Source: an optimization exercise on an open RTL-to-GDS flow (aim: small area and few clock cycles). Production flows keep margins and buffers that such runs may drop.
Where RTL was checked, it was by simulation tests only, not by an equivalence proof against the original.
Power figures rest on the tool's default switching activity, not on a simulated workload.

Design eland_tx, start of the top module:
module eland_tx (
    input  wire        clk,
    input  wire        rst,           
    input  wire        start,
    input  wire [10:0] length,        
    input  wire [1:0]  spread,        
    input  wire [6:0]  npre,          
    output wire        start_ready,
    input  wire [7:0]  in_data,
    input  wire        in_valid,
    output wire        in_ready,
    output wire        chip,
    output wire        chip_valid,
    output wire        chip_last,
    input  wire        chip_ready
);
    localparam [31:0] PRE_PAT  = 32'hB856E2D3;
    localparam [63:0] SYNC_PAT = 64'h35CA4FB1D670B94E;
    reg  [767:0] ring;                  
    wire [31:0]  r0 = ring[31:0];        
    wire [31:0]  r1 = ring[63:32];       
    reg  [4:0]   ph;                     
    reg  [3:0]   sv;                     
    wire [23:0]  dec = 24'd1 << ph;
    reg         ld;                      
    reg  [1:0]  lq;                      
    reg  [4:0]  ls;                      
    reg  [10:0] rem;                     
    reg  [31:0] crc;
    reg  [6:0]  koct_r;                  
    reg         last_r;                  
  ...
Size: roughly 2500 cells after synthesis, ~970 flip-flops, ~38 I/O pins, roughly 30000 sq um of cells after synthesis.
clock: 12.0 ns
lec_check: 0
abc_area: 1
cap_margin: 20
core_margin: 2
core_utilization: 60
cts_buf_list: sky130_fd_sc_hd__clkbuf_4
cts_cluster_size: 20
place_density: 0.7
slew_margin: 20
run.sh (not shown) runs the stock make flow with config.mk's settings and CLKGATE_MAP_FILE= SYNTH_SCRIPT=/design/flow/synth_recipe.tcl, a recipe that flattens the netlist after the stock synthesis.
Next try:
==> flow/flow/run.sh (new file) <==
#!/bin/bash
# Standard layout, with clock tree synthesis told not to add dummy loads.
set -euo pipefail
export CTS_ARGS="-sink_clustering_enable -repair_clock_nets -dont_use_dummy_load -buf_list sky130_fd_sc_hd__clkbuf_8 -sink_clustering_size 30"
bash standard.sh > standard.log 2>&1
==> flow/standard.sh (new file) <==
#!/bin/bash
# synth_recipe.tcl (not shown) runs the flow's synth.tcl, then flattens the netlist and writes it again
# the make line also repeats each setting of config.mk as NAME=value (left out here)
make -C /OpenROAD-flow-scripts/flow DESIGN_CONFIG=/design/flow/config.mk WORK_HOME=/design/flow/orfs CLKGATE_MAP_FILE= SYNTH_SCRIPT=/design/flow/synth_recipe.tcl "${@:-finish}"
- ABC_AREA: 1 -> unset
- CTS_BUF_LIST: sky130_fd_sc_hd__clkbuf_4 -> unset
- CTS_CLUSTER_SIZE: 20 -> unset
removed: flow/run.sh
Total power went down by about 8%.
Routed wire length drops by 17%.
Global-route usage came out lower by 4.3 points.
Next try:
==> flow/run.sh (new file) <==
#!/bin/bash
# synth_recipe.tcl (not shown) runs the flow's synth.tcl, then flattens the netlist and writes it again
# the make line also repeats each setting of config.mk as NAME=value (left out here)
make -C /OpenROAD-flow-scripts/flow DESIGN_CONFIG=/design/flow/config.mk WORK_HOME=/design/flow/orfs CLKGATE_MAP_FILE= SYNTH_SCRIPT=/design/flow/synth_recipe.tcl finish
- ABC_AREA: unset -> 1
- CTS_BUF_LIST: unset -> sky130_fd_sc_hd__clkbuf_8
- CTS_CLUSTER_SIZE: unset -> 40
removed: flow/flow/run.sh
removed: flow/standard.sh
After rerunning: The new run completed without violations; die area is about the same; sequential cell count is unchanged; final cell count grows by 14%; non-clock buffer count went down by 6; count of clock-buffer cells in the layout increases by 30; first-iteration DRC count rises by 15%; core utilization grows by 2.4 points.
Next try:
==> flow/flow/run.sh (new file) <==
#!/bin/bash
# Standard layout, with clock tree synthesis told not to add dummy loads.
set -euo pipefail
export CTS_ARGS="-sink_clustering_enable -repair_clock_nets -dont_use_dummy_load"
bash standard.sh > standard.log 2>&1
==> flow/standard.sh (new file) <==
#!/bin/bash
# synth_recipe.tcl (not shown) runs the flow's synth.tcl, then flattens the netlist and writes it again
# the make line also repeats each setting of config.mk as NAME=value (left out here)
make -C /OpenROAD-flow-scripts/flow DESIGN_CONFIG=/design/flow/config.mk WORK_HOME=/design/flow/orfs CLKGATE_MAP_FILE= SYNTH_SCRIPT=/design/flow/synth_recipe.tcl "${@:-finish}"
- ABC_AREA: 1 -> unset
- CTS_BUF_LIST: sky130_fd_sc_hd__clkbuf_8 -> unset
- CTS_CLUSTER_SIZE: 40 -> unset
removed: flow/run.sh
What happened: Sequential power stays flat. Synthesized area barely changes. Global-route usage went down by 3.8 points. Synthesized cell count fell by 11%. Clock power went down by about 13%. Setup slack gets worse by 240 ps.
No run of this note included a check of the RTL's function; only the layout flow was run.

eland_tx, a different RTL version from the one above (not shown whole).
Size: about 2200 cells after synthesis, roughly 940 flip-flops, roughly 38 I/O pins.
==> flow/design.v (excerpt) <==
module eland_tx (
    input  wire        clk,
    input  wire        rst,           
    input  wire        start,
    input  wire [10:0] length,        
    input  wire [1:0]  spread,        
    input  wire [6:0]  npre,          
    output wire        start_ready,
    input  wire [7:0]  in_data,
    input  wire        in_valid,
    output wire        in_ready,
    output wire        chip,
    output wire        chip_valid,
    output wire        chip_last,
    input  wire        chip_ready
);
    localparam [31:0] PRE_PAT  = 32'hB856E2D3;
    localparam [63:0] SYNC_PAT = 64'h35CA4FB1D670B94E;
    localparam E_IDLE = 3'd0, E_PRE = 3'd1, E_SYNC = 3'd2, E_PHR = 3'd3, E_PAY = 3'd4;
    reg  [2:0]   est;                    
    wire         cwnext;                 
    wire         xfer;                   
    reg  [767:0] ring;                  
    wire [31:0]  r0 = ring[31:0];        
  ...
Settings: LEC_CHECK=0, CAP_MARGIN=0, CORE_MARGIN=2, CORE_UTILIZATION=60, PLACE_DENSITY=0.7, SLEW_MARGIN=0; clock period 12.0 ns.
standard.sh (not shown) runs the stock make flow with config.mk's settings and CLKGATE_MAP_FILE= SYNTH_SCRIPT=/design/flow/synth_recipe.tcl, a recipe that flattens the netlist after the stock synthesis.
==> flow/flow/run.sh <==
#!/bin/bash
# Standard layout; clock tree synthesis without dummy loads and with larger
# sink clusters; ports buffered with the smallest buffer.
set -euo pipefail
export CTS_ARGS="-sink_clustering_enable -repair_clock_nets -dont_use_dummy_load -buf_list sky130_fd_sc_hd__clkbuf_16 -sink_clustering_size 28 -sink_clustering_max_diameter 60"
export BUFFER_PORTS_ARGS="-inputs -outputs -buffer_cell sky130_fd_sc_hd__buf_1"
bash standard.sh > standard.log 2>&1
The starting point finished with timing, DRC and antenna clean.
Testbench counts at the start, summed over its fixed seeds: cycles 1,790,809.
Edit:
==> flow/flow/run.sh (replaced) <==
#!/bin/bash
# Standard layout; clock tree synthesis without dummy loads and with larger
# sink clusters; ports buffered with the smallest buffer.
set -euo pipefail
export CTS_ARGS="-sink_clustering_enable -repair_clock_nets -dont_use_dummy_load -buf_list sky130_fd_sc_hd__clkbuf_8 -sink_clustering_size 15 -sink_clustering_max_diameter 100"
export BUFFER_PORTS_ARGS="-inputs -outputs -buffer_cell sky130_fd_sc_hd__buf_1"
bash standard.sh > standard.log 2>&1
Settings changed: CORE_UTILIZATION 60 to 65, PLACE_DENSITY 0.7 to 0.78.
=> The changed run went through all stages and came out clean; core utilization rises by 4.5 points; via count is higher by 1.9%; power goes down by 3.4%; synthesized area stays the same; cell count stays flat; global-route usage rises by 1.6 points; hold slack barely changes; first-iteration DRC count fell by 1.7%.
Edit:
==> flow/flow/run.sh (replaced) <==
#!/bin/bash
# Standard layout; clock tree synthesis without dummy loads and with larger
# sink clusters; ports buffered with the smallest buffer.
set -euo pipefail
export CTS_ARGS="-sink_clustering_enable -repair_clock_nets -dont_use_dummy_load -buf_list sky130_fd_sc_hd__clkbuf_8 -sink_clustering_size 16 -sink_clustering_max_diameter 100"
export BUFFER_PORTS_ARGS="-inputs -outputs -buffer_cell sky130_fd_sc_hd__buf_1"
bash standard.sh > standard.log 2>&1
Settings changed: CAP_MARGIN 0 to 20, CORE_UTILIZATION 65 to 70, PLACE_DENSITY 0.78 to 0.85, SLEW_MARGIN 0 to 20.
Result:
- area after synthesis stays the same
- power stays flat
- cell count went down by about 2%
- worst setup slack got worse by 33 ps
- die area fell by about 7%
- sequential cell count stays the same
- clock skew decreases by 18 ps
- combinational power went up by about 6%

-- what the ideal ports hide --
In the flow no input, the clock included, has a driving cell. The finished layouts below were timed again as built, in two steps. Step 1 (the two cells are an assumption about what drives the block):
set clk [get_ports {clk}]
set_driving_cell -lib_cell sky130_fd_sc_hd__clkbuf_16 $clk
set_driving_cell -lib_cell sky130_fd_sc_hd__buf_2 [delete_from_list [all_inputs] $clk]
Step 2 moves the port delays by t, midway between the first and last clock arrival at a register: inputs arrive t later, outputs are due t later. That takes back most of the time a late clock gives input paths. Slacks: ideal ports / drivers / drivers and shift; pairs: ideal ports / drivers.
run	t, ns	setup slack, ns	cell pins on the clock port's net
the first run of note 1	1.072	5.391 / 5.332 / 6.404	1
the second run of note 1	0.773	5.250 / 5.196 / 5.969	1
the third run of note 1	0.821	5.635 / 5.576 / 6.397	1
the fourth run of note 1	0.649	5.395 / 5.337 / 5.986	1
the first run of note 2	0.639	5.081 / 5.021 / 5.660	1
the second run of note 2	0.692	5.020 / 4.961 / 5.653	1
the third run of note 2	0.683	4.987 / 4.932 / 5.615	1
After both steps every run listed still meets setup and hold.
